This is an optimization exercise on Yosys and OpenROAD, whose aim is small area and a short achievable clock period, not a production implementation. Only the layout flow was run in this run; the RTL was not checked for function there.

[design/flow/flow/run.sh]
#!/bin/bash
# Own flow: the standard layout (standard.sh, unchanged synthesis) with
# extra ORFS settings: small port buffers, timing repair aimed below the
# clock period, and smaller clock buffers.  The ORFS tools log to
# orfs/logs/ and standard.log; this script's own output goes to run.log.
set -e
exec > >(tee run.log) 2>&1
cat >> "$FLOW_CONFIG" <<EOC
export BUFFER_PORTS_ARGS = -buffer_cell sky130_fd_sc_hd__buf_1
export SETUP_SLACK_MARGIN = 9.5
export CTS_BUF_LIST = sky130_fd_sc_hd__clkbuf_8 sky130_fd_sc_hd__clkbuf_16
EOC
bash standard.sh > standard.log 2>&1
[design/flow/constraint.sdc]
create_clock -name core_clock -period 13.5 [get_ports {clk}]
set_input_delay 2.7000 -clock core_clock [delete_from_list [all_inputs] [get_ports {clk}]]
set_output_delay 2.7000 -clock core_clock [all_outputs]
set_load 0.01 [all_outputs]
[design/flow/standard.sh]
#!/bin/bash
# synth_recipe.tcl (not shown) runs the flow's synth.tcl, then flattens the netlist and writes it again
# the make line also repeats each setting of config.mk as NAME=value (left out here)
make -C /OpenROAD-flow-scripts/flow DESIGN_CONFIG=/design/flow/config.mk WORK_HOME=/design/flow/orfs CLKGATE_MAP_FILE= SYNTH_SCRIPT=/design/flow/synth_recipe.tcl "${@:-finish}"
[design/flow/config.mk]
export PLATFORM = sky130hd
export DESIGN_NAME = dected_codec
export DESIGN_NICKNAME = dected_codec
export VERILOG_FILES = /design/flow/design.v
export SDC_FILE = /design/flow/constraint.sdc
export NUM_CORES = 4
export LEC_CHECK = 0
export CAP_MARGIN = 20
export CORE_MARGIN = 2
export CORE_UTILIZATION = 50
export CTS_CLUSTER_DIAMETER = 60
export CTS_CLUSTER_SIZE = 16
export PLACE_DENSITY = 0.65
export SLEW_MARGIN = 20
export TNS_END_PERCENT = 0
export BUFFER_PORTS_ARGS = -buffer_cell sky130_fd_sc_hd__buf_1
export SETUP_SLACK_MARGIN = 9.5
export CTS_BUF_LIST = sky130_fd_sc_hd__clkbuf_8 sky130_fd_sc_hd__clkbuf_16
[design/flow/design.v]
module gf128_mul (
    input  wire [6:0] a,
    input  wire [6:0] b,
    output reg  [6:0] p
);
    reg [6:0] acc;
    reg [6:0] sh;
    integer   i;
    always @* begin
        acc = 7'd0;
        sh  = a;
        for (i = 0; i < 7; i = i + 1) begin
            if (b[i])
                acc = acc ^ sh;
            sh = {sh[5:0], 1'b0} ^ (sh[6] ? 7'h09 : 7'h00);
        end
        p = acc;
    end
endmodule
module dected_enc (
    input  wire [63:0] data,
    output wire [14:0] check_a,
    output wire [14:0] check_b
);
    wire x64, x65, x66, x67, x68, x69, x70, x71, x72, x73, x74, x75, x76, x77, x78, x79, x80, x81, x82, x83, x84, x85, x86, x87, x88, x89, x90, x91, x92, x93, x94, x95, x96, x97, x98, x99, x100, x101, x102, x103, x104, x105, x106, x107, x108, x109, x110, x111, x112, x113, x114, x115, x116, x117, x118, x119, x120, x121, x122, x123, x124, x125, x126, x127, x128, x129, x130, x131, x132, x133, x134, x135, x136, x137, x138, x139, x140, x141, x142, x143, x144, x145, x146, x147, x148, x149, x150, x151, x152, x153, x154, x155, x156, x157, x158, x159, x160, x161, x162, x163, x164, x165, x166, x167, x168, x169, x170, x171, x172, x173, x174, x175, x176, x177, x178, x179, x180, x181, x182, x183, x184, x185, x186, x187, x188, x189, x190, x191, x192, x193, x194, x195, x196, x197, x198, x199, x200, x201, x202, x203, x204, x205, x206, x207, x208, x209, x210, x211, x212, x213, x214, x215, x216, x217, x218, x219, x220, x221, x222, x223, x224, x225, x226, x227, x228, x229, x230, x231, x232, x233, x234, x235, x236, x237, x238, x239, x240, x241, x242, x243, x244, x245, x246, x247, x248, x249, x250, x251, x252, x253, x254, x255, x256, x257, x258, x259, x260, x261, x262, x263, x264, x265, x266, x267, x268, x269, x270, x271, x272, x273, x274, x275, x276, x277, x278, x279, x280, x281, x282, x283, x284, x285, x286, x287, x288, x289, x290, x291, x292, x293, x294;
    assign x64 = data[27] ^ data[43];
    assign x65 = data[3] ^ data[14];
    assign x66 = data[30] ^ data[47];
    assign x67 = data[38] ^ data[63];
    assign x68 = data[4] ^ data[32];
    assign x69 = data[2] ^ data[24];
    assign x70 = data[22] ^ data[23];
    assign x71 = data[13] ^ data[46];
    assign x72 = data[5] ^ data[33];
    assign x73 = data[37] ^ data[62];
    assign x74 = data[25] ^ data[44];
    assign x75 = data[0] ^ data[17];
    assign x76 = data[26] ^ data[31];
    assign x77 = data[45] ^ x64;
    assign x78 = data[48] ^ data[61];
    assign x79 = data[1] ^ data[29];
    assign x80 = data[50] ^ data[53];
    assign x81 = data[60] ^ x72;
    assign x82 = x66 ^ x74;
    assign x83 = data[56] ^ x65;
    assign x84 = data[12] ^ data[58];
    assign x85 = data[41] ^ x71;
    assign x86 = x68 ^ x76;
    assign x87 = data[49] ^ x73;
    assign x88 = x75 ^ x80;
    assign x89 = data[55] ^ x69;
    assign x90 = data[40] ^ x70;
    assign x91 = data[6] ^ data[42];
    assign x92 = data[10] ^ data[54];
    assign x93 = data[11] ^ data[57];
    assign x94 = data[28] ^ data[59];
    assign x95 = x79 ^ x93;
    assign x96 = data[39] ^ x83;
    assign x97 = data[21] ^ x67;
    assign x98 = data[18] ^ x82;
    assign x99 = x77 ^ x84;
    assign x100 = data[34] ^ x94;
    assign x101 = data[35] ^ x81;
    assign x102 = data[7] ^ data[20];
    assign x103 = x78 ^ x92;
    assign x104 = data[18] ^ data[29];
    assign x105 = data[9] ^ data[43];
    assign x106 = x87 ^ x90;
    assign x107 = x86 ^ x91;
    assign x108 = x89 ^ x95;
    assign x109 = data[16] ^ data[50];
    assign x110 = data[15] ^ x85;
    assign x111 = data[9] ^ data[19];
    assign x112 = x98 ^ x101;
    assign x113 = data[8] ^ data[52];
    assign x114 = data[57] ^ x88;
    assign x115 = data[37] ^ x100;
    assign x116 = x76 ^ x99;
    assign x117 = data[14] ^ data[39];
    assign x118 = data[61] ^ x107;
    assign x119 = x87 ^ x102;
    assign x120 = x86 ^ x88;
    assign x121 = data[36] ^ x120;
    assign x122 = data[36] ^ x109;
    assign x123 = x78 ^ x111;
    assign x124 = data[6] ^ x123;
    assign x125 = data[1] ^ data[59];
    assign x126 = data[22] ^ x71;
    assign x127 = data[4] ^ data[10];
    assign x128 = x100 ^ x105;
    assign x129 = data[54] ^ x97;
    assign x130 = x67 ^ x85;
    assign x131 = data[25] ^ x103;
    assign x132 = data[47] ^ x113;
    assign x133 = data[44] ^ x104;
    assign x134 = x89 ^ x96;
    assign x135 = x108 ^ x110;
    assign x136 = x69 ^ x83;
    assign x137 = data[51] ^ x119;
    assign x138 = data[24] ^ x130;
    assign x139 = data[58] ^ x106;
    assign x140 = data[42] ^ data[49];
    assign x141 = data[5] ^ data[11];
    assign x142 = x79 ^ x96;
    assign x143 = data[7] ^ data[28];
    assign x144 = data[26] ^ x140;
    assign x145 = x97 ^ x99;
    assign x146 = x102 ^ x125;
    assign x147 = data[30] ^ x77;
    assign x148 = data[16] ^ x64;
    assign x149 = data[41] ^ x91;
    assign x150 = data[63] ^ x141;
    assign x151 = data[13] ^ x132;
    assign x152 = data[8] ^ data[15];
    assign x153 = data[51] ^ x72;
    assign x154 = x117 ^ x152;
    assign x155 = x126 ^ x133;
    assign x156 = x153 ^ x154;
    assign x157 = x114 ^ x115;
    assign x158 = x124 ^ x147;
    assign x159 = x155 ^ x156;
    assign x160 = x157 ^ x158;
    assign x161 = x159 ^ x160;
    assign x162 = data[31] ^ data[38];
    assign x163 = data[39] ^ x162;
    assign x164 = x103 ^ x146;
    assign x165 = x148 ^ x163;
    assign x166 = x101 ^ x114;
    assign x167 = x151 ^ x164;
    assign x168 = x165 ^ x139;
    assign x169 = x166 ^ x167;
    assign x170 = x168 ^ x169;
    assign x171 = data[0] ^ data[19];
    assign x172 = data[32] ^ data[36];
    assign x173 = x171 ^ x172;
    assign x174 = x81 ^ x173;
    assign x175 = x129 ^ x147;
    assign x176 = x174 ^ x135;
    assign x177 = x139 ^ x175;
    assign x178 = x176 ^ x177;
    assign x179 = data[1] ^ data[20];
    assign x180 = data[31] ^ data[33];
    assign x181 = data[46] ^ data[61];
    assign x182 = x67 ^ x70;
    assign x183 = x84 ^ x109;
    assign x184 = x179 ^ x180;
    assign x185 = x181 ^ x82;
    assign x186 = x149 ^ x182;
    assign x187 = x183 ^ x184;
    assign x188 = x115 ^ x185;
    assign x189 = x186 ^ x187;
    assign x190 = x134 ^ x188;
    assign x191 = x189 ^ x190;
    assign x192 = data[0] ^ data[8];
    assign x193 = data[21] ^ data[27];
    assign x194 = data[38] ^ data[46];
    assign x195 = x73 ^ x80;
    assign x196 = x111 ^ x143;
    assign x197 = x192 ^ x193;
    assign x198 = x194 ^ x90;
    assign x199 = x195 ^ x196;
    assign x200 = x197 ^ x136;
    assign x201 = x198 ^ x199;
    assign x202 = x112 ^ x118;
    assign x203 = x200 ^ x201;
    assign x204 = x202 ^ x203;
    assign x205 = data[23] ^ x65;
    assign x206 = x73 ^ x92;
    assign x207 = x146 ^ x205;
    assign x208 = x206 ^ x98;
    assign x209 = x207 ^ x121;
    assign x210 = x138 ^ x208;
    assign x211 = x209 ^ x210;
    assign x212 = data[60] ^ x82;
    assign x213 = x88 ^ x126;
    assign x214 = x108 ^ x128;
    assign x215 = x129 ^ x212;
    assign x216 = x213 ^ x118;
    assign x217 = x214 ^ x215;
    assign x218 = x216 ^ x217;
    assign x219 = data[2] ^ data[7];
    assign x220 = data[32] ^ data[51];
    assign x221 = data[55] ^ data[62];
    assign x222 = x70 ^ x219;
    assign x223 = x220 ^ x221;
    assign x224 = x103 ^ x222;
    assign x225 = x223 ^ x224;
    assign x226 = x112 ^ x116;
    assign x227 = x142 ^ x225;
    assign x228 = x226 ^ x227;
    assign x229 = data[51] ^ data[52];
    assign x230 = x104 ^ x105;
    assign x231 = x229 ^ x150;
    assign x232 = x230 ^ x106;
    assign x233 = x231 ^ x121;
    assign x234 = x134 ^ x232;
    assign x235 = x233 ^ x234;
    assign x236 = data[12] ^ data[45];
    assign x237 = x68 ^ x75;
    assign x238 = x113 ^ x236;
    assign x239 = x90 ^ x237;
    assign x240 = x238 ^ x128;
    assign x241 = x131 ^ x239;
    assign x242 = x138 ^ x142;
    assign x243 = x240 ^ x241;
    assign x244 = x242 ^ x243;
    assign x245 = data[9] ^ data[23];
    assign x246 = data[40] ^ data[53];
    assign x247 = data[62] ^ x117;
    assign x248 = x127 ^ x245;
    assign x249 = x246 ^ x144;
    assign x250 = x247 ^ x248;
    assign x251 = x249 ^ x250;
    assign x252 = x112 ^ x135;
    assign x253 = x251 ^ x252;
    assign x254 = data[15] ^ data[19];
    assign x255 = data[34] ^ data[40];
    assign x256 = x66 ^ x254;
    assign x257 = x255 ^ x122;
    assign x258 = x149 ^ x150;
    assign x259 = x256 ^ x131;
    assign x260 = x136 ^ x257;
    assign x261 = x258 ^ x116;
    assign x262 = x259 ^ x260;
    assign x263 = x261 ^ x262;
    assign x264 = data[3] ^ data[12];
    assign x265 = data[17] ^ data[35];
    assign x266 = data[48] ^ data[55];
    assign x267 = x74 ^ x93;
    assign x268 = x94 ^ x264;
    assign x269 = x265 ^ x266;
    assign x270 = x148 ^ x267;
    assign x271 = x268 ^ x269;
    assign x272 = x107 ^ x110;
    assign x273 = x270 ^ x271;
    assign x274 = x137 ^ x272;
    assign x275 = x273 ^ x274;
    assign x276 = data[14] ^ data[17];
    assign x277 = data[56] ^ x68;
    assign x278 = x143 ^ x276;
    assign x279 = x81 ^ x122;
    assign x280 = x133 ^ x144;
    assign x281 = x277 ^ x278;
    assign x282 = x151 ^ x279;
    assign x283 = x280 ^ x281;
    assign x284 = x145 ^ x282;
    assign x285 = x283 ^ x284;
    assign x286 = data[2] ^ data[33];
    assign x287 = data[52] ^ x65;
    assign x288 = x75 ^ x127;
    assign x289 = x286 ^ x95;
    assign x290 = x287 ^ x288;
    assign x291 = x124 ^ x289;
    assign x292 = x290 ^ x137;
    assign x293 = x145 ^ x291;
    assign x294 = x292 ^ x293;
    assign check_a[0] = x159;
    assign check_b[0] = x160;
    assign check_a[1] = x168;
    assign check_b[1] = x169;
    assign check_a[2] = x176;
    assign check_b[2] = x177;
    assign check_a[3] = x189;
    assign check_b[3] = x190;
    assign check_a[4] = x202;
    assign check_b[4] = x203;
    assign check_a[5] = x209;
    assign check_b[5] = x210;
    assign check_a[6] = x216;
    assign check_b[6] = x217;
    assign check_a[7] = x226;
    assign check_b[7] = x227;
    assign check_a[8] = x233;
    assign check_b[8] = x234;
    assign check_a[9] = x242;
    assign check_b[9] = x243;
    assign check_a[10] = x251;
    assign check_b[10] = x252;
    assign check_a[11] = x261;
    assign check_b[11] = x262;
    assign check_a[12] = x273;
    assign check_b[12] = x274;
    assign check_a[13] = x283;
    assign check_b[13] = x284;
    assign check_a[14] = x292;
    assign check_b[14] = x293;
endmodule
module dected_syn (
    input  wire [78:0] r,
    output wire [14:0] syn_a,
    output wire [14:0] syn_b
);
    wire x79, x80, x81, x82, x83, x84, x85, x86, x87, x88, x89, x90, x91, x92, x93, x94, x95, x96, x97, x98, x99, x100, x101, x102, x103, x104, x105, x106, x107, x108, x109, x110, x111, x112, x113, x114, x115, x116, x117, x118, x119, x120, x121, x122, x123, x124, x125, x126, x127, x128, x129, x130, x131, x132, x133, x134, x135, x136, x137, x138, x139, x140, x141, x142, x143, x144, x145, x146, x147, x148, x149, x150, x151, x152, x153, x154, x155, x156, x157, x158, x159, x160, x161, x162, x163, x164, x165, x166, x167, x168, x169, x170, x171, x172, x173, x174, x175, x176, x177, x178, x179, x180, x181, x182, x183, x184, x185, x186, x187, x188, x189, x190, x191, x192, x193, x194, x195, x196, x197, x198, x199, x200, x201, x202, x203, x204, x205, x206, x207, x208, x209, x210, x211, x212, x213, x214, x215, x216, x217, x218, x219, x220, x221, x222, x223, x224, x225, x226, x227, x228, x229, x230, x231, x232, x233, x234, x235, x236, x237, x238, x239, x240, x241, x242, x243, x244, x245, x246, x247, x248, x249, x250, x251, x252, x253, x254, x255, x256, x257, x258, x259, x260, x261, x262, x263, x264, x265, x266, x267, x268, x269, x270, x271, x272, x273, x274, x275, x276, x277, x278, x279, x280, x281, x282, x283, x284, x285, x286, x287, x288, x289, x290, x291, x292, x293, x294, x295, x296, x297, x298, x299, x300, x301, x302, x303, x304, x305, x306, x307, x308, x309, x310, x311, x312, x313, x314, x315, x316, x317, x318, x319, x320, x321, x322, x323, x324, x325, x326, x327, x328, x329, x330, x331, x332, x333, x334, x335, x336, x337, x338, x339, x340, x341, x342, x343, x344, x345, x346, x347, x348, x349, x350, x351, x352, x353;
    assign x79 = r[24] ^ r[75];
    assign x80 = r[58] ^ r[72];
    assign x81 = r[27] ^ r[56];
    assign x82 = r[59] ^ r[73];
    assign x83 = r[25] ^ r[76];
    assign x84 = r[50] ^ r[55];
    assign x85 = r[33] ^ r[37];
    assign x86 = r[17] ^ r[23];
    assign x87 = r[60] ^ r[74];
    assign x88 = r[19] ^ r[67];
    assign x89 = r[38] ^ r[51];
    assign x90 = x79 ^ x80;
    assign x91 = x81 ^ x82;
    assign x92 = r[21] ^ r[69];
    assign x93 = r[26] ^ r[61];
    assign x94 = r[57] ^ r[71];
    assign x95 = r[13] ^ r[30];
    assign x96 = r[8] ^ r[39];
    assign x97 = r[16] ^ r[52];
    assign x98 = r[20] ^ r[68];
    assign x99 = r[15] ^ x89;
    assign x100 = r[9] ^ r[40];
    assign x101 = r[7] ^ r[10];
    assign x102 = x85 ^ x90;
    assign x103 = r[28] ^ r[31];
    assign x104 = r[49] ^ x88;
    assign x105 = r[18] ^ r[36];
    assign x106 = r[14] ^ x84;
    assign x107 = x86 ^ x100;
    assign x108 = r[77] ^ x87;
    assign x109 = r[34] ^ x83;
    assign x110 = r[48] ^ x94;
    assign x111 = r[11] ^ r[41];
    assign x112 = r[29] ^ r[32];
    assign x113 = r[46] ^ r[62];
    assign x114 = r[43] ^ r[53];
    assign x115 = r[22] ^ r[70];
    assign x116 = r[35] ^ r[54];
    assign x117 = r[42] ^ x99;
    assign x118 = r[66] ^ x96;
    assign x119 = r[63] ^ x101;
    assign x120 = r[12] ^ r[47];
    assign x121 = x97 ^ x112;
    assign x122 = x103 ^ x108;
    assign x123 = r[53] ^ x92;
    assign x124 = r[44] ^ x110;
    assign x125 = r[65] ^ x116;
    assign x126 = r[3] ^ x119;
    assign x127 = x91 ^ x105;
    assign x128 = x93 ^ x109;
    assign x129 = r[5] ^ x106;
    assign x130 = x95 ^ x104;
    assign x131 = x98 ^ x115;
    assign x132 = r[51] ^ r[64];
    assign x133 = r[55] ^ x125;
    assign x134 = x111 ^ x118;
    assign x135 = x102 ^ x130;
    assign x136 = x95 ^ x114;
    assign x137 = r[52] ^ x123;
    assign x138 = r[61] ^ x113;
    assign x139 = r[45] ^ r[65];
    assign x140 = x117 ^ x120;
    assign x141 = x96 ^ x121;
    assign x142 = r[70] ^ x139;
    assign x143 = r[6] ^ r[41];
    assign x144 = x124 ^ x132;
    assign x145 = r[76] ^ x90;
    assign x146 = r[26] ^ x137;
    assign x147 = r[46] ^ x134;
    assign x148 = r[23] ^ r[54];
    assign x149 = r[37] ^ x106;
    assign x150 = x83 ^ x121;
    assign x151 = r[72] ^ x109;
    assign x152 = r[62] ^ x126;
    assign x153 = r[39] ^ x107;
    assign x154 = x98 ^ x105;
    assign x155 = x82 ^ x129;
    assign x156 = r[20] ^ r[42];
    assign x157 = r[1] ^ x93;
    assign x158 = r[4] ^ r[18];
    assign x159 = r[25] ^ r[36];
    assign x160 = r[33] ^ x138;
    assign x161 = r[47] ^ x88;
    assign x162 = r[71] ^ x81;
    assign x163 = r[32] ^ x133;
    assign x164 = r[66] ^ x154;
    assign x165 = r[7] ^ x148;
    assign x166 = r[74] ^ x131;
    assign x167 = r[19] ^ x97;
    assign x168 = r[49] ^ x143;
    assign x169 = x127 ^ x168;
    assign x170 = r[56] ^ r[57];
    assign x171 = r[28] ^ x120;
    assign x172 = x110 ^ x167;
    assign x173 = x91 ^ x92;
    assign x174 = r[0] ^ r[75];
    assign x175 = r[45] ^ x145;
    assign x176 = r[22] ^ r[30];
    assign x177 = r[44] ^ x83;
    assign x178 = x94 ^ x111;
    assign x179 = x113 ^ x174;
    assign x180 = x176 ^ x104;
    assign x181 = x165 ^ x177;
    assign x182 = x178 ^ x179;
    assign x183 = x117 ^ x122;
    assign x184 = x149 ^ x173;
    assign x185 = x180 ^ x181;
    assign x186 = x182 ^ x183;
    assign x187 = x184 ^ x185;
    assign x188 = x186 ^ x187;
    assign x189 = r[23] ^ r[43];
    assign x190 = r[63] ^ x84;
    assign x191 = x170 ^ x189;
    assign x192 = x131 ^ x157;
    assign x193 = x190 ^ x191;
    assign x194 = x122 ^ x141;
    assign x195 = x192 ^ x193;
    assign x196 = x140 ^ x175;
    assign x197 = x194 ^ x195;
    assign x198 = x196 ^ x197;
    assign x199 = r[2] ^ r[58];
    assign x200 = r[77] ^ x79;
    assign x201 = x199 ^ x136;
    assign x202 = x200 ^ x150;
    assign x203 = x153 ^ x160;
    assign x204 = x173 ^ x201;
    assign x205 = x144 ^ x202;
    assign x206 = x203 ^ x204;
    assign x207 = x205 ^ x206;
    assign x208 = r[11] ^ r[18];
    assign x209 = r[34] ^ r[40];
    assign x210 = r[46] ^ r[73];
    assign x211 = x84 ^ x86;
    assign x212 = x208 ^ x209;
    assign x213 = x210 ^ x142;
    assign x214 = x161 ^ x162;
    assign x215 = x211 ^ x212;
    assign x216 = x102 ^ x117;
    assign x217 = x126 ^ x213;
    assign x218 = x214 ^ x215;
    assign x219 = x146 ^ x216;
    assign x220 = x217 ^ x218;
    assign x221 = x219 ^ x220;
    assign x222 = r[24] ^ r[64];
    assign x223 = x89 ^ x114;
    assign x224 = x116 ^ x158;
    assign x225 = x222 ^ x91;
    assign x226 = x171 ^ x223;
    assign x227 = x224 ^ x151;
    assign x228 = x166 ^ x172;
    assign x229 = x225 ^ x226;
    assign x230 = x147 ^ x227;
    assign x231 = x228 ^ x229;
    assign x232 = x230 ^ x231;
    assign x233 = r[5] ^ r[13];
    assign x234 = r[29] ^ r[73];
    assign x235 = r[75] ^ x80;
    assign x236 = x156 ^ x159;
    assign x237 = x233 ^ x234;
    assign x238 = x104 ^ x108;
    assign x239 = x171 ^ x235;
    assign x240 = x236 ^ x237;
    assign x241 = x124 ^ x133;
    assign x242 = x153 ^ x238;
    assign x243 = x239 ^ x240;
    assign x244 = x146 ^ x241;
    assign x245 = x242 ^ x243;
    assign x246 = x244 ^ x245;
    assign x247 = r[10] ^ r[21];
    assign x248 = r[29] ^ r[40];
    assign x249 = r[48] ^ r[54];
    assign x250 = r[66] ^ x93;
    assign x251 = x247 ^ x248;
    assign x252 = x249 ^ x136;
    assign x253 = x250 ^ x251;
    assign x254 = x149 ^ x166;
    assign x255 = x252 ^ x253;
    assign x256 = x169 ^ x175;
    assign x257 = x254 ^ x255;
    assign x258 = x256 ^ x257;
    assign x259 = r[38] ^ x103;
    assign x260 = x170 ^ x174;
    assign x261 = x107 ^ x119;
    assign x262 = x161 ^ x259;
    assign x263 = x260 ^ x151;
    assign x264 = x160 ^ x164;
    assign x265 = x261 ^ x262;
    assign x266 = x155 ^ x263;
    assign x267 = x264 ^ x265;
    assign x268 = x266 ^ x267;
    assign x269 = r[4] ^ r[8];
    assign x270 = r[17] ^ r[31];
    assign x271 = r[77] ^ x98;
    assign x272 = x269 ^ x270;
    assign x273 = x99 ^ x142;
    assign x274 = x271 ^ x272;
    assign x275 = x128 ^ x137;
    assign x276 = x273 ^ x274;
    assign x277 = x135 ^ x155;
    assign x278 = x275 ^ x276;
    assign x279 = x277 ^ x278;
    assign x280 = r[27] ^ r[35];
    assign x281 = r[38] ^ r[42];
    assign x282 = r[50] ^ r[68];
    assign x283 = x85 ^ x280;
    assign x284 = x281 ^ x282;
    assign x285 = x107 ^ x136;
    assign x286 = x283 ^ x284;
    assign x287 = x122 ^ x128;
    assign x288 = x134 ^ x172;
    assign x289 = x285 ^ x286;
    assign x290 = x152 ^ x287;
    assign x291 = x288 ^ x289;
    assign x292 = x290 ^ x291;
    assign x293 = r[6] ^ r[7];
    assign x294 = r[35] ^ r[48];
    assign x295 = r[59] ^ r[64];
    assign x296 = x92 ^ x112;
    assign x297 = x159 ^ x293;
    assign x298 = x294 ^ x295;
    assign x299 = x99 ^ x107;
    assign x300 = x157 ^ x296;
    assign x301 = x297 ^ x298;
    assign x302 = x102 ^ x122;
    assign x303 = x129 ^ x299;
    assign x304 = x300 ^ x301;
    assign x305 = x147 ^ x302;
    assign x306 = x303 ^ x304;
    assign x307 = x305 ^ x306;
    assign x308 = r[6] ^ r[9];
    assign x309 = r[16] ^ r[17];
    assign x310 = r[22] ^ r[45];
    assign x311 = x87 ^ x158;
    assign x312 = x308 ^ x309;
    assign x313 = x310 ^ x118;
    assign x314 = x138 ^ x162;
    assign x315 = x311 ^ x312;
    assign x316 = x313 ^ x314;
    assign x317 = x315 ^ x135;
    assign x318 = x163 ^ x316;
    assign x319 = x317 ^ x318;
    assign x320 = r[3] ^ r[4];
    assign x321 = r[12] ^ r[14];
    assign x322 = r[50] ^ r[69];
    assign x323 = x87 ^ x320;
    assign x324 = x321 ^ x322;
    assign x325 = x165 ^ x323;
    assign x326 = x324 ^ x150;
    assign x327 = x164 ^ x325;
    assign x328 = x135 ^ x144;
    assign x329 = x326 ^ x327;
    assign x330 = x328 ^ x329;
    assign x331 = r[2] ^ r[30];
    assign x332 = r[60] ^ r[62];
    assign x333 = r[65] ^ r[67];
    assign x334 = x79 ^ x85;
    assign x335 = x100 ^ x101;
    assign x336 = x115 ^ x331;
    assign x337 = x332 ^ x333;
    assign x338 = x334 ^ x335;
    assign x339 = x336 ^ x337;
    assign x340 = x128 ^ x141;
    assign x341 = x338 ^ x339;
    assign x342 = x140 ^ x169;
    assign x343 = x340 ^ x341;
    assign x344 = x342 ^ x343;
    assign x345 = r[8] ^ r[58];
    assign x346 = r[78] ^ x86;
    assign x347 = x111 ^ x132;
    assign x348 = x156 ^ x345;
    assign x349 = x346 ^ x347;
    assign x350 = x348 ^ x127;
    assign x351 = x349 ^ x152;
    assign x352 = x163 ^ x350;
    assign x353 = x351 ^ x352;
    assign syn_a[0] = x186;
    assign syn_b[0] = x187;
    assign syn_a[1] = x196;
    assign syn_b[1] = x197;
    assign syn_a[2] = x205;
    assign syn_b[2] = x206;
    assign syn_a[3] = x219;
    assign syn_b[3] = x220;
    assign syn_a[4] = x230;
    assign syn_b[4] = x231;
    assign syn_a[5] = x244;
    assign syn_b[5] = x245;
    assign syn_a[6] = x256;
    assign syn_b[6] = x257;
    assign syn_a[7] = x266;
    assign syn_b[7] = x267;
    assign syn_a[8] = x277;
    assign syn_b[8] = x278;
    assign syn_a[9] = x290;
    assign syn_b[9] = x291;
    assign syn_a[10] = x305;
    assign syn_b[10] = x306;
    assign syn_a[11] = x317;
    assign syn_b[11] = x318;
    assign syn_a[12] = x328;
    assign syn_b[12] = x329;
    assign syn_a[13] = x342;
    assign syn_b[13] = x343;
    assign syn_a[14] = x351;
    assign syn_b[14] = x352;
endmodule
module gf128_inv3 (
    input  wire [6:0] a,
    output wire [6:0] y
);
    wire [127:0] t0 = 128'h85171f397d3521e1ec0715d9c155d956;
    assign y[0] = t0[a];
    wire [127:0] t1 = 128'h077bca8c40edde83cfa9b8fae20590f0;
    assign y[1] = t1[a];
    wire [127:0] t2 = 128'hd3d8a3c4b729aac8883ed3b1ef77e000;
    assign y[2] = t2[a];
    wire [127:0] t3 = 128'h9d7459fd639529fbdb72e2c062284688;
    assign y[3] = t3[a];
    wire [127:0] t4 = 128'h76d02a17ab13d34bf22b331b534913bc;
    assign y[4] = t4[a];
    wire [127:0] t5 = 128'h7a55ce6bcde0f5c45424a2b9e9a25f80;
    assign y[5] = t5[a];
    wire [127:0] t6 = 128'h4ae285f65b8d65a17edf971ddc8880a0;
    assign y[6] = t6[a];
endmodule
module dected_quad (
    input  wire [6:0] s3,
    input  wire [6:0] inv3,
    output wire [6:0] y,
    output wire       tz,      
    output wire       tr       
);
    wire [6:0] w;
    gf128_mul u_w (.a(s3), .b(inv3), .p(w));
    wire [6:0] c = w ^ 7'h01;
    assign tz = (c == 7'd0);
    assign tr = c[0];
    assign y[0] = 1'b0;
    assign y[1] = c[2] ^ c[3] ^ c[4] ^ c[6];
    assign y[2] = c[3] ^ c[4] ^ c[6];
    assign y[3] = c[5] ^ c[6];
    assign y[4] = c[1] ^ c[2] ^ c[4];
    assign y[5] = c[3] ^ c[5] ^ c[6];
    assign y[6] = c[3] ^ c[6];
endmodule
module dected_ispos (
    input  wire [6:0] x,
    output wire       v
);
    wire [127:0] t = 128'h341efc53e5ef0f6366edbbb9ab551f7e;
    assign v = t[x];
endmodule
module dected_quad2 (
    input  wire [6:0] s3,
    input  wire [6:0] z,
    output wire [6:0] y,
    output wire       tr
);
    wire [6:0] g0 = {s3[3] ^ s3[6], s3[3] ^ s3[5] ^ s3[6], s3[1] ^ s3[2] ^ s3[4], s3[5] ^ s3[6], s3[3] ^ s3[4] ^ s3[6], s3[2] ^ s3[3] ^ s3[4] ^ s3[6], 1'b0};
    wire t0 = s3[0];
    wire [6:0] g1 = {s3[2] ^ s3[5] ^ s3[6], s3[2] ^ s3[4] ^ s3[5] ^ s3[6], s3[0] ^ s3[1] ^ s3[3], s3[4] ^ s3[5], s3[2] ^ s3[3] ^ s3[5] ^ s3[6], s3[1] ^ s3[2] ^ s3[3] ^ s3[5] ^ s3[6], 1'b0};
    wire t1 = s3[6];
    wire [6:0] g2 = {s3[1] ^ s3[4] ^ s3[5], s3[1] ^ s3[3] ^ s3[4] ^ s3[5], s3[0] ^ s3[2], s3[3] ^ s3[4], s3[1] ^ s3[2] ^ s3[4] ^ s3[5] ^ s3[6], s3[0] ^ s3[1] ^ s3[2] ^ s3[4] ^ s3[5] ^ s3[6], 1'b0};
    wire t2 = s3[5];
    wire [6:0] g3 = {s3[0] ^ s3[3] ^ s3[4], s3[0] ^ s3[2] ^ s3[3] ^ s3[4] ^ s3[6], s3[1] ^ s3[6], s3[2] ^ s3[3] ^ s3[6], s3[0] ^ s3[1] ^ s3[3] ^ s3[4] ^ s3[5], s3[0] ^ s3[1] ^ s3[3] ^ s3[4] ^ s3[5] ^ s3[6], 1'b0};
    wire t3 = s3[4];
    wire [6:0] g4 = {s3[2] ^ s3[3], s3[1] ^ s3[2] ^ s3[3] ^ s3[5], s3[0] ^ s3[5], s3[1] ^ s3[2] ^ s3[5] ^ s3[6], s3[0] ^ s3[2] ^ s3[3] ^ s3[4], s3[0] ^ s3[2] ^ s3[3] ^ s3[4] ^ s3[5], 1'b0};
    wire t4 = s3[3];
    wire [6:0] g5 = {s3[1] ^ s3[2] ^ s3[6], s3[0] ^ s3[1] ^ s3[2] ^ s3[4] ^ s3[6], s3[4] ^ s3[6], s3[0] ^ s3[1] ^ s3[4] ^ s3[5], s3[1] ^ s3[2] ^ s3[3], s3[1] ^ s3[2] ^ s3[3] ^ s3[4], 1'b0};
    wire t5 = s3[2] ^ s3[6];
    wire [6:0] g6 = {s3[0] ^ s3[1] ^ s3[5], s3[0] ^ s3[1] ^ s3[3] ^ s3[5] ^ s3[6], s3[3] ^ s3[5], s3[0] ^ s3[3] ^ s3[4] ^ s3[6], s3[0] ^ s3[1] ^ s3[2] ^ s3[6], s3[0] ^ s3[1] ^ s3[2] ^ s3[3] ^ s3[6], 1'b0};
    wire t6 = s3[1] ^ s3[5];
    assign y = ({7{z[0]}} & g0) ^ ({7{z[1]}} & g1) ^ ({7{z[2]}} & g2) ^ ({7{z[3]}} & g3) ^ ({7{z[4]}} & g4) ^ ({7{z[5]}} & g5) ^ ({7{z[6]}} & g6) ^ 7'h00;
    assign tr = 1'b1 ^ (z[0] & t0) ^ (z[1] & t1) ^ (z[2] & t2) ^ (z[3] & t3) ^ (z[4] & t4) ^ (z[5] & t5) ^ (z[6] & t6);
endmodule
module dected_codec (
    input  wire        clk,
    input  wire        rst_n,
    input  wire        enc_valid,
    input  wire [63:0] enc_data,
    output wire        enc_out_valid,
    output wire [63:0] enc_out_data,
    output wire [14:0] enc_out_check,
    input  wire        dec_valid,
    input  wire [63:0] dec_data,
    input  wire [14:0] dec_check,
    output wire        dec_out_valid,
    output wire [63:0] dec_out_data,
    output wire [14:0] dec_out_check,
    output wire [1:0]  dec_out_corr,
    output wire        dec_out_ue
);
    wire [63:0] e0_d = enc_data;  wire e0_v = enc_valid;
    wire [63:0] e0q_d = e0_d;  wire e0q_v = e0_v;
    wire [14:0] e1_ca, e1_cb;
    dected_enc u_enc (.data(e0q_d), .check_a(e1_ca), .check_b(e1_cb));
    reg  [63:0] e1q_d;  reg [14:0] e1q_ca, e1q_cb;  reg e1q_v;
    always @(posedge clk) begin
        e1q_d <= e0q_d;
        e1q_ca <= e1_ca;
        e1q_cb <= e1_cb;
        if (!rst_n) e1q_v <= 1'b0; else e1q_v <= e0q_v;
    end
    assign enc_out_valid = e1q_v;
    assign enc_out_data  = e1q_d;
    assign enc_out_check = e1q_ca ^ e1q_cb;
    wire [78:0] b0_r = {dec_check[14], dec_data, dec_check[13:0]};   
    wire b0_v = dec_valid;
    wire [78:0] b0q_r = b0_r;
    wire b0q_v = b0_v;
    wire [14:0] b1_sa;
    reg  [14:0] b1q_sa;
    wire [14:0] b1_sb;
    reg  [14:0] b1q_sb;
    wire [78:0] b1_r = b0q_r;  wire b1_v = b0q_v;
    dected_syn u_syn (.r(b0q_r), .syn_a(b1_sa), .syn_b(b1_sb));
    reg [78:0] b1q_r;
    reg b1q_v;
    always @(posedge clk) begin
        b1q_sa <= b1_sa;
        b1q_sb <= b1_sb;
        b1q_r <= b1_r;
        if (!rst_n) b1q_v <= 1'b0; else b1q_v <= b1_v;
    end
    wire [6:0] b2_s1;
    wire [6:0] b2q_s1 = b2_s1;
    wire [6:0] b2_s3;
    wire [6:0] b2q_s3 = b2_s3;
    wire b2_prem;
    wire b2q_prem = b2_prem;
    wire [6:0] b2_iv;
    wire [6:0] b2q_iv = b2_iv;
    wire [78:0] b2_r = b1q_r;  wire b2_v = b1q_v;
    wire [14:0] syn = b1q_sa ^ b1q_sb;
    assign b2_s1 = syn[6:0]; assign b2_s3 = syn[13:7]; assign b2_prem = syn[14];
    gf128_inv3 u_inv3 (.a(syn[6:0]), .y(b2_iv));
    wire [78:0] b2q_r = b2_r;
    wire b2q_v = b2_v;
    wire [6:0] b3_s1;
    reg  [6:0] b3q_s1;
    wire [6:0] b3_y;
    reg  [6:0] b3q_y;
    wire b3_par;
    reg  b3q_par;
    wire b3_tr;
    reg  b3q_tr;
    wire b3_s3z;
    reg  b3q_s3z;
    wire [78:0] b3_r = b2q_r;  wire b3_v = b2q_v;
    assign b3_s1 = b2q_s1;
    assign b3_par = b2q_prem ^ b2q_s1[0] ^ b2q_s1[2] ^ b2q_s1[5] ^ b2q_s3[1] ^ b2q_s3[3];    
    assign b3_s3z = (b2q_s3 == 7'd0);
    dected_quad2 u_quad (.s3(b2q_s3), .z(b2q_iv), .y(b3_y), .tr(b3_tr));
    reg [78:0] b3q_r;
    reg b3q_v;
    always @(posedge clk) begin
        b3q_s1 <= b3_s1;
        b3q_y <= b3_y;
        b3q_par <= b3_par;
        b3q_tr <= b3_tr;
        b3q_s3z <= b3_s3z;
        b3q_r <= b3_r;
        if (!rst_n) b3q_v <= 1'b0; else b3q_v <= b3_v;
    end
    wire [6:0] b4_x1;
    wire [6:0] b4q_x1 = b4_x1;
    wire [6:0] b4_x2;
    wire [6:0] b4q_x2 = b4_x2;
    wire b4_par;
    wire b4q_par = b4_par;
    wire b4_tz;
    wire b4q_tz = b4_tz;
    wire b4_tr;
    wire b4q_tr = b4_tr;
    wire b4_s1z;
    wire b4q_s1z = b4_s1z;
    wire b4_s3z;
    wire b4q_s3z = b4_s3z;
    wire [78:0] b4_r = b3q_r;  wire b4_v = b3q_v;
    gf128_mul u_x1 (.a(b3q_s1), .b(b3q_y), .p(b4_x1));
    assign b4_x2 = b4_x1 ^ b3q_s1;
    assign b4_s1z = (b3q_s1 == 7'd0);
    assign b4_tz = (b3q_y == 7'd0) && !b3q_tr;    
    assign b4_par = b3q_par; assign b4_tr = b3q_tr; assign b4_s3z = b3q_s3z;
    wire [78:0] b4q_r = b4_r;
    wire b4q_v = b4_v;
    wire [7:0] b5_pa1;
    wire [7:0] b5q_pa1 = b5_pa1;
    wire [15:0] b5_pb1;
    wire [15:0] b5q_pb1 = b5_pb1;
    wire [7:0] b5_pa2;
    wire [7:0] b5q_pa2 = b5_pa2;
    wire [15:0] b5_pb2;
    wire [15:0] b5q_pb2 = b5_pb2;
    wire [1:0] b5_corr;
    wire [1:0] b5q_corr = b5_corr;
    wire b5_ue;
    wire b5q_ue = b5_ue;
    wire b5_fpar;
    wire b5q_fpar = b5_fpar;
    wire [78:0] b5_r = b4q_r;  wire b5_v = b4q_v;
    wire v1, v2;
    dected_ispos u_v1 (.x(b4q_x1), .v(v1));
    dected_ispos u_v2 (.x(b4q_x2), .v(v2));
    wire ok_tz  = !b4q_s1z && b4q_tz && v2;                                 
    wire ok_2   = !b4q_s1z && !b4q_tz && !b4q_par && !b4q_tr && v1 && v2;   
    wire only_p = b4q_s1z && b4q_s3z && b4q_par;                           
    wire e1     = !b4q_par && !b4q_tr && v2;
    wire e2     = b4q_tz || (!b4q_par && !b4q_tr && v1);
    assign b5_ue   = !(ok_tz || ok_2 || (b4q_s1z && b4q_s3z));
    assign b5_corr = (ok_2 || (ok_tz && !b4q_par)) ? 2'd2 : ((only_p || ok_tz) ? 2'd1 : 2'd0);
    assign b5_fpar = only_p || (ok_tz && !b4q_par);
    genvar k;
    for (k = 0; k < 8; k = k + 1) begin : g_pa
        assign b5_pa1[k] = e1 && (b4q_x1[2:0] == k);
        assign b5_pa2[k] = e2 && (b4q_x2[2:0] == k);
    end
    for (k = 0; k < 16; k = k + 1) begin : g_pb
        assign b5_pb1[k] = (b4q_x1[6:3] == k);
        assign b5_pb2[k] = (b4q_x2[6:3] == k);
    end
    wire [78:0] b5q_r = b5_r;
    wire b5q_v = b5_v;
    wire [63:0] b6_od;
    reg  [63:0] b6q_od;
    wire [14:0] b6_oc;
    reg  [14:0] b6q_oc;
    wire [1:0] b6_corr;
    reg  [1:0] b6q_corr;
    wire b6_ue;
    reg  b6q_ue;
    wire b6_v = b5q_v;
    wire [77:0] flip;
    assign flip[0] = (b5q_pa1[1] && b5q_pb1[0]) || (b5q_pa2[1] && b5q_pb2[0]);
    assign flip[1] = (b5q_pa1[2] && b5q_pb1[0]) || (b5q_pa2[2] && b5q_pb2[0]);
    assign flip[2] = (b5q_pa1[4] && b5q_pb1[0]) || (b5q_pa2[4] && b5q_pb2[0]);
    assign flip[3] = (b5q_pa1[0] && b5q_pb1[1]) || (b5q_pa2[0] && b5q_pb2[1]);
    assign flip[4] = (b5q_pa1[0] && b5q_pb1[2]) || (b5q_pa2[0] && b5q_pb2[2]);
    assign flip[5] = (b5q_pa1[0] && b5q_pb1[4]) || (b5q_pa2[0] && b5q_pb2[4]);
    assign flip[6] = (b5q_pa1[0] && b5q_pb1[8]) || (b5q_pa2[0] && b5q_pb2[8]);
    assign flip[7] = (b5q_pa1[1] && b5q_pb1[1]) || (b5q_pa2[1] && b5q_pb2[1]);
    assign flip[8] = (b5q_pa1[2] && b5q_pb1[2]) || (b5q_pa2[2] && b5q_pb2[2]);
    assign flip[9] = (b5q_pa1[4] && b5q_pb1[4]) || (b5q_pa2[4] && b5q_pb2[4]);
    assign flip[10] = (b5q_pa1[0] && b5q_pb1[9]) || (b5q_pa2[0] && b5q_pb2[9]);
    assign flip[11] = (b5q_pa1[1] && b5q_pb1[3]) || (b5q_pa2[1] && b5q_pb2[3]);
    assign flip[12] = (b5q_pa1[2] && b5q_pb1[6]) || (b5q_pa2[2] && b5q_pb2[6]);
    assign flip[13] = (b5q_pa1[4] && b5q_pb1[12]) || (b5q_pa2[4] && b5q_pb2[12]);
    assign flip[14] = (b5q_pa1[1] && b5q_pb1[8]) || (b5q_pa2[1] && b5q_pb2[8]);
    assign flip[15] = (b5q_pa1[3] && b5q_pb1[1]) || (b5q_pa2[3] && b5q_pb2[1]);
    assign flip[16] = (b5q_pa1[6] && b5q_pb1[2]) || (b5q_pa2[6] && b5q_pb2[2]);
    assign flip[17] = (b5q_pa1[4] && b5q_pb1[5]) || (b5q_pa2[4] && b5q_pb2[5]);
    assign flip[18] = (b5q_pa1[0] && b5q_pb1[11]) || (b5q_pa2[0] && b5q_pb2[11]);
    assign flip[19] = (b5q_pa1[1] && b5q_pb1[7]) || (b5q_pa2[1] && b5q_pb2[7]);
    assign flip[20] = (b5q_pa1[2] && b5q_pb1[14]) || (b5q_pa2[2] && b5q_pb2[14]);
    assign flip[21] = (b5q_pa1[5] && b5q_pb1[13]) || (b5q_pa2[5] && b5q_pb2[13]);
    assign flip[22] = (b5q_pa1[3] && b5q_pb1[10]) || (b5q_pa2[3] && b5q_pb2[10]);
    assign flip[23] = (b5q_pa1[7] && b5q_pb1[5]) || (b5q_pa2[7] && b5q_pb2[5]);
    assign flip[24] = (b5q_pa1[6] && b5q_pb1[11]) || (b5q_pa2[6] && b5q_pb2[11]);
    assign flip[25] = (b5q_pa1[5] && b5q_pb1[6]) || (b5q_pa2[5] && b5q_pb2[6]);
    assign flip[26] = (b5q_pa1[2] && b5q_pb1[13]) || (b5q_pa2[2] && b5q_pb2[13]);
    assign flip[27] = (b5q_pa1[5] && b5q_pb1[11]) || (b5q_pa2[5] && b5q_pb2[11]);
    assign flip[28] = (b5q_pa1[3] && b5q_pb1[6]) || (b5q_pa2[3] && b5q_pb2[6]);
    assign flip[29] = (b5q_pa1[6] && b5q_pb1[12]) || (b5q_pa2[6] && b5q_pb2[12]);
    assign flip[30] = (b5q_pa1[5] && b5q_pb1[8]) || (b5q_pa2[5] && b5q_pb2[8]);
    assign flip[31] = (b5q_pa1[3] && b5q_pb1[0]) || (b5q_pa2[3] && b5q_pb2[0]);
    assign flip[32] = (b5q_pa1[6] && b5q_pb1[0]) || (b5q_pa2[6] && b5q_pb2[0]);
    assign flip[33] = (b5q_pa1[4] && b5q_pb1[1]) || (b5q_pa2[4] && b5q_pb2[1]);
    assign flip[34] = (b5q_pa1[0] && b5q_pb1[3]) || (b5q_pa2[0] && b5q_pb2[3]);
    assign flip[35] = (b5q_pa1[0] && b5q_pb1[6]) || (b5q_pa2[0] && b5q_pb2[6]);
    assign flip[36] = (b5q_pa1[0] && b5q_pb1[12]) || (b5q_pa2[0] && b5q_pb2[12]);
    assign flip[37] = (b5q_pa1[1] && b5q_pb1[9]) || (b5q_pa2[1] && b5q_pb2[9]);
    assign flip[38] = (b5q_pa1[3] && b5q_pb1[3]) || (b5q_pa2[3] && b5q_pb2[3]);
    assign flip[39] = (b5q_pa1[6] && b5q_pb1[6]) || (b5q_pa2[6] && b5q_pb2[6]);
    assign flip[40] = (b5q_pa1[4] && b5q_pb1[13]) || (b5q_pa2[4] && b5q_pb2[13]);
    assign flip[41] = (b5q_pa1[1] && b5q_pb1[10]) || (b5q_pa2[1] && b5q_pb2[10]);
    assign flip[42] = (b5q_pa1[3] && b5q_pb1[5]) || (b5q_pa2[3] && b5q_pb2[5]);
    assign flip[43] = (b5q_pa1[6] && b5q_pb1[10]) || (b5q_pa2[6] && b5q_pb2[10]);
    assign flip[44] = (b5q_pa1[5] && b5q_pb1[4]) || (b5q_pa2[5] && b5q_pb2[4]);
    assign flip[45] = (b5q_pa1[2] && b5q_pb1[9]) || (b5q_pa2[2] && b5q_pb2[9]);
    assign flip[46] = (b5q_pa1[5] && b5q_pb1[3]) || (b5q_pa2[5] && b5q_pb2[3]);
    assign flip[47] = (b5q_pa1[2] && b5q_pb1[7]) || (b5q_pa2[2] && b5q_pb2[7]);
    assign flip[48] = (b5q_pa1[4] && b5q_pb1[14]) || (b5q_pa2[4] && b5q_pb2[14]);
    assign flip[49] = (b5q_pa1[1] && b5q_pb1[12]) || (b5q_pa2[1] && b5q_pb2[12]);
    assign flip[50] = (b5q_pa1[3] && b5q_pb1[9]) || (b5q_pa2[3] && b5q_pb2[9]);
    assign flip[51] = (b5q_pa1[7] && b5q_pb1[3]) || (b5q_pa2[7] && b5q_pb2[3]);
    assign flip[52] = (b5q_pa1[6] && b5q_pb1[7]) || (b5q_pa2[6] && b5q_pb2[7]);
    assign flip[53] = (b5q_pa1[4] && b5q_pb1[15]) || (b5q_pa2[4] && b5q_pb2[15]);
    assign flip[54] = (b5q_pa1[1] && b5q_pb1[14]) || (b5q_pa2[1] && b5q_pb2[14]);
    assign flip[55] = (b5q_pa1[3] && b5q_pb1[13]) || (b5q_pa2[3] && b5q_pb2[13]);
    assign flip[56] = (b5q_pa1[7] && b5q_pb1[11]) || (b5q_pa2[7] && b5q_pb2[11]);
    assign flip[57] = (b5q_pa1[7] && b5q_pb1[6]) || (b5q_pa2[7] && b5q_pb2[6]);
    assign flip[58] = (b5q_pa1[6] && b5q_pb1[13]) || (b5q_pa2[6] && b5q_pb2[13]);
    assign flip[59] = (b5q_pa1[5] && b5q_pb1[10]) || (b5q_pa2[5] && b5q_pb2[10]);
    assign flip[60] = (b5q_pa1[3] && b5q_pb1[4]) || (b5q_pa2[3] && b5q_pb2[4]);
    assign flip[61] = (b5q_pa1[6] && b5q_pb1[8]) || (b5q_pa2[6] && b5q_pb2[8]);
    assign flip[62] = (b5q_pa1[5] && b5q_pb1[0]) || (b5q_pa2[5] && b5q_pb2[0]);
    assign flip[63] = (b5q_pa1[2] && b5q_pb1[1]) || (b5q_pa2[2] && b5q_pb2[1]);
    assign flip[64] = (b5q_pa1[4] && b5q_pb1[2]) || (b5q_pa2[4] && b5q_pb2[2]);
    assign flip[65] = (b5q_pa1[0] && b5q_pb1[5]) || (b5q_pa2[0] && b5q_pb2[5]);
    assign flip[66] = (b5q_pa1[0] && b5q_pb1[10]) || (b5q_pa2[0] && b5q_pb2[10]);
    assign flip[67] = (b5q_pa1[1] && b5q_pb1[5]) || (b5q_pa2[1] && b5q_pb2[5]);
    assign flip[68] = (b5q_pa1[2] && b5q_pb1[10]) || (b5q_pa2[2] && b5q_pb2[10]);
    assign flip[69] = (b5q_pa1[5] && b5q_pb1[5]) || (b5q_pa2[5] && b5q_pb2[5]);
    assign flip[70] = (b5q_pa1[2] && b5q_pb1[11]) || (b5q_pa2[2] && b5q_pb2[11]);
    assign flip[71] = (b5q_pa1[5] && b5q_pb1[7]) || (b5q_pa2[5] && b5q_pb2[7]);
    assign flip[72] = (b5q_pa1[2] && b5q_pb1[15]) || (b5q_pa2[2] && b5q_pb2[15]);
    assign flip[73] = (b5q_pa1[5] && b5q_pb1[15]) || (b5q_pa2[5] && b5q_pb2[15]);
    assign flip[74] = (b5q_pa1[3] && b5q_pb1[14]) || (b5q_pa2[3] && b5q_pb2[14]);
    assign flip[75] = (b5q_pa1[7] && b5q_pb1[13]) || (b5q_pa2[7] && b5q_pb2[13]);
    assign flip[76] = (b5q_pa1[7] && b5q_pb1[10]) || (b5q_pa2[7] && b5q_pb2[10]);
    assign flip[77] = (b5q_pa1[7] && b5q_pb1[4]) || (b5q_pa2[7] && b5q_pb2[4]);
    assign b6_od = b5q_r[77:14] ^ flip[77:14];
    assign b6_oc = {b5q_r[78] ^ b5q_fpar, b5q_r[13:0] ^ flip[13:0]};
    assign b6_corr = b5q_corr; assign b6_ue = b5q_ue;
    reg b6q_v;
    always @(posedge clk) begin
        b6q_od <= b6_od;
        b6q_oc <= b6_oc;
        b6q_corr <= b6_corr;
        b6q_ue <= b6_ue;
        if (!rst_n) b6q_v <= 1'b0; else b6q_v <= b6_v;
    end
    assign dec_out_valid = b6q_v;
    assign dec_out_data  = b6q_od;
    assign dec_out_check = b6q_oc;
    assign dec_out_corr  = b6q_corr;
    assign dec_out_ue    = b6q_ue;
endmodule
==> run notes <==
- Crit path required time: 13990 ps
- # rows: 71
- Hold Buf Count CTS: 0
- H-tree depth: 1
- Max_cap viols: 0
- Residual DRC: 0
- Ant. Diodes: 0
- Post-route cell area: 22100 µm²
- DIE WIDTH: 198 µm
- Largest net degree at the start of global routing: 45
- Detailed-route via count: 14788
- Chip height: 198 µm
- Routed length per placed instance: 21.6 µm
- DP Wirelength: 45.4 mm
- Post-synth EDFFs: 0
- CP peak stage delay: 490 ps
- DRT Pass-1 Iters: 6
- Part of the Yosys area used for sequential elements: 40.7%
- Netlist cell types: 83
- CTS root buffer: clkbuf_16
- R2r worst-path depth: 12
- Share of cells above drive strength 1: 9.00%
- CP arrival: 4580 ps
- CP Cell Sequence: buf_1 > xor2_1 > xnor2_1 > xor2_1 > xnor2_1 > xnor2_1 > xnor2_1
- Clock transition at the registers of the reported paths: 70 ps
- Synthesized Nets: 2030
- WL final: 58.5 mm
- Synth Flop Type: dfxtp_1
- Die area: 39300 µm²
- GRT Residual Overflow: 0
- Worst Tran Pin Value: 884 ps
- Vias per cell: 5.46
- Relative slew slack: 40.5%
- Setup TNS: 0 ps
- CTS Sinks: 384
- Setup Skew: 24.9 ps
- Worst Hold Class: reg2reg
- Max-slew violation count: 0
- Share of flip-flops with an asynchronous set or reset: 0%
- Total stage count of the critical path: 7
- CTS tree: built
- Synth Cell Area: 18900 µm²
- Critical path fanouts, max: 4
- YS warnings: 2
- Most used cell, CP: xnor2_1
- Buf+Inv Stages, Crit Path: 1
- Initial antenna violation count: 0
- Initial core utilization: 50.5%
- CTS max path bufs: 3
- Final Cycle Share: 30.3%
- Fill count: 3307
- Mean Syn Cell Area: 10.1 µm²
- Port Buffers: 309
- Yosys reg bits: 384
- Total track usage: 29.1%
- Crit path launch type: primary input
- Final RePlAce weighted congestion: 0.964
- Area growth, synth to finish: 17.2%
- CTS buffer count: 31
- Vias in the first global route: 14136
- Worst Path Class, Setup: in2reg
- Clock latency on the worst-skew pair: 600 ps
- Layout Nets: 2357
- Final min period: 4090 ps
- RSZ-0062 raised after global routing: yes
- First-pass GRT wire length: 86.5 mm
- Top delay family on crit path: XOR/XNOR gates
- # IOs: 310
- DP Area: 20600 µm²
- Hold path depth: 0
- Core box area: 37400 µm²
- Fmax: 244 MHz
- CP Capture Type: flip-flop
- Iteration-0 DRC Markers: 1421
- # setup viols final: 0
- Slowest CP cell: xnor2_1
- Status: timing/DRC/antenna clean
- Post-Syn Instances: 1862
- Post-detailed-route count of antenna-violating nets: 0
- Fin. Hold Viols: 0
stage by stage:
| stage | utilization, % | instances | setup slack, ps | hold slack, ps |
|---|---|---|---|---|
| finish | 59.2 | 2710 | 9410 | 319 |
| global route | 59.2 | 2710 | 9330 | 324 |
| CTS | 58.1 | 2681 | 9290 | 325 |
| detailed placement | 55.0 | 2628 | 8370 | 312 |
| global placement | 54.9 | 2628 | 8180 | 310 |
| floorplan | - | 1862 | 9440 | 310 |
worst reg2reg max path: stages, from the launching register on:
cell       delay (ps)
dfxtp_2           470
nand2_1           100
xor2_1            190
xnor2_2           260
xnor3_2           490
inv_1             140
ha_2              350
nand2_1           110
a2111oi_1         600
nor2_1            220
and4_2            410
a22oi_1           380
xnor2_1           190
metal layers:
layer  part of all wire [%]  track usage (%)  vias to the layer above  wire (µm)
li1                       -                -                     6898          -
met3                    8.8             4.38                      102       5130
met5                      0                0                        -          0
met1                     44             41.7                     7053      25500
met4                    2.2             6.07                        0       1300
met2                     46             46.4                      735      26600
state kept, by name, summed over array words and instances, names as in the netlist:
name	cells
b1q_r	79
b3q_r	79
b6q_od	64
e1q_d	64
b1q_sa	15
b1q_sb	15
b6q_oc	15
e1q_ca	15
e1q_cb	15
b3q_s1	7
b3q_y	6
b6q_corr	2
b1q_v	1
b3q_par	1
b3q_s3z	1
b3q_tr	1
b3q_v	1
b6q_ue	1
b6q_v	1
e1q_v	1
repair_timing:
item | 4_1_cts | 5_1_grt
setup buffers | 10 | 28
cloned | 0 | 1
pin swaps | 8 | 9
endpoints found under the setup margin | 106 | 118
resized for setup | 28 | 50
synthesized netlist by cell type, types with 9 or more instances:
cell	count	area (µm²)
inv_1	29	109
a21oi_1	34	170
o22ai_1	12	75.1
ha_1	21	263
xnor2_1	526	4610
a211oi_1	15	113
nor3_1	17	85.1
nand3_1	24	120
xnor3_1	9	203
o21ai_0	44	220
xor2_1	162	1420
nor2_1	110	413
dfxtp_1	384	7690
o211ai_1	10	75.1
and2_1	9	56.3
buf_2	21	105
mux2i_1	24	240
a22oi_1	69	518
clkbuf_1	47	176
nand2_1	115	432
layout make-up:
cell class / instances / area (µm²) / area share (%)
Multi-Input combinational cell: 1367 / 11000 / 49.9
Sequential cell: 384 / 7720 / 34.9
Timing Repair Buffer: 371 / 1680 / 7.60
Clock buffer: 32 / 790 / 3.57
Tap cell: 511 / 639 / 2.89
Inverter: 34 / 135 / 0.610
Clock inverter: 11 / 129 / 0.582
cells by family after synthesis:
family | count (synthesis) | synth area share, %
mux | 32 | 2.17
xor+xnor | 710 | 34.4
flops | 384 | 40.7
simple gates | 325 | 7.88
compound gates | 279 | 11.0
buf+inv | 111 | 2.44
fa+ha+maj | 21 | 1.39
final timing paths:
| check | startpoint | end | slack (ps) |
|---|---|---|---|
| worst max-delay path | dec_data[36] | b1q_sb[10]$_DFF_P_ | 9410 |
| worst min-delay path | b1q_r[41]$_DFF_P_ | b3q_r[41]$_DFF_P_ | 320 |
| worst max register to register | b3q_y[1]$_DFF_P_ | b6q_od[14]$_DFF_P_ | 9510 |
| worst min register to register | b1q_r[41]$_DFF_P_ | b3q_r[41]$_DFF_P_ | 320 |
cells in the final DEF (no fill, tap or decap), types with 12 or more instances in the layout:
| master | count |
|---|---|
| xnor2_1 | 513 |
| dfxtp_1 | 371 |
| buf_1 | 309 |
| xor2_1 | 160 |
| nand2_1 | 111 |
| nor2_1 | 109 |
| a22oi_1 | 68 |
| buf_4 | 56 |
| o21ai_0 | 44 |
| a21oi_1 | 33 |
| clkbuf_16 | 31 |
| inv_1 | 27 |
| mux2i_1 | 24 |
| nand3_1 | 24 |
| xnor2_2 | 17 |
| ha_1 | 17 |
| nor3_1 | 16 |
| a211oi_1 | 15 |
| o22ai_1 | 12 |

[re-timing with driven ports]
Ports are ideal in the flow. The routed layout listed here was re-timed in OpenROAD. Step 1: set_driving_cell puts a clkbuf_16 on clk and a buf_2 on each other input, an assumption about the parent block. Step 2 moves the port delays by t, midway between the first and last clock arrival at a register: inputs arrive t later, outputs are due t later. That takes back most of the time a late clock gives input paths. Slacks: ideal ports / drivers / drivers and shift; pairs: ideal ports / drivers.
shift t [ns]: 0.645
setup WS [ns]: 9.408 / 9.419 / 8.798
latest minus earliest clock arrival (ns): 0.025 / 0.024
After both steps this run still meets setup and hold. The setup slack of this run moves by +0.011 ns with the drivers and by -0.610 ns with both steps.
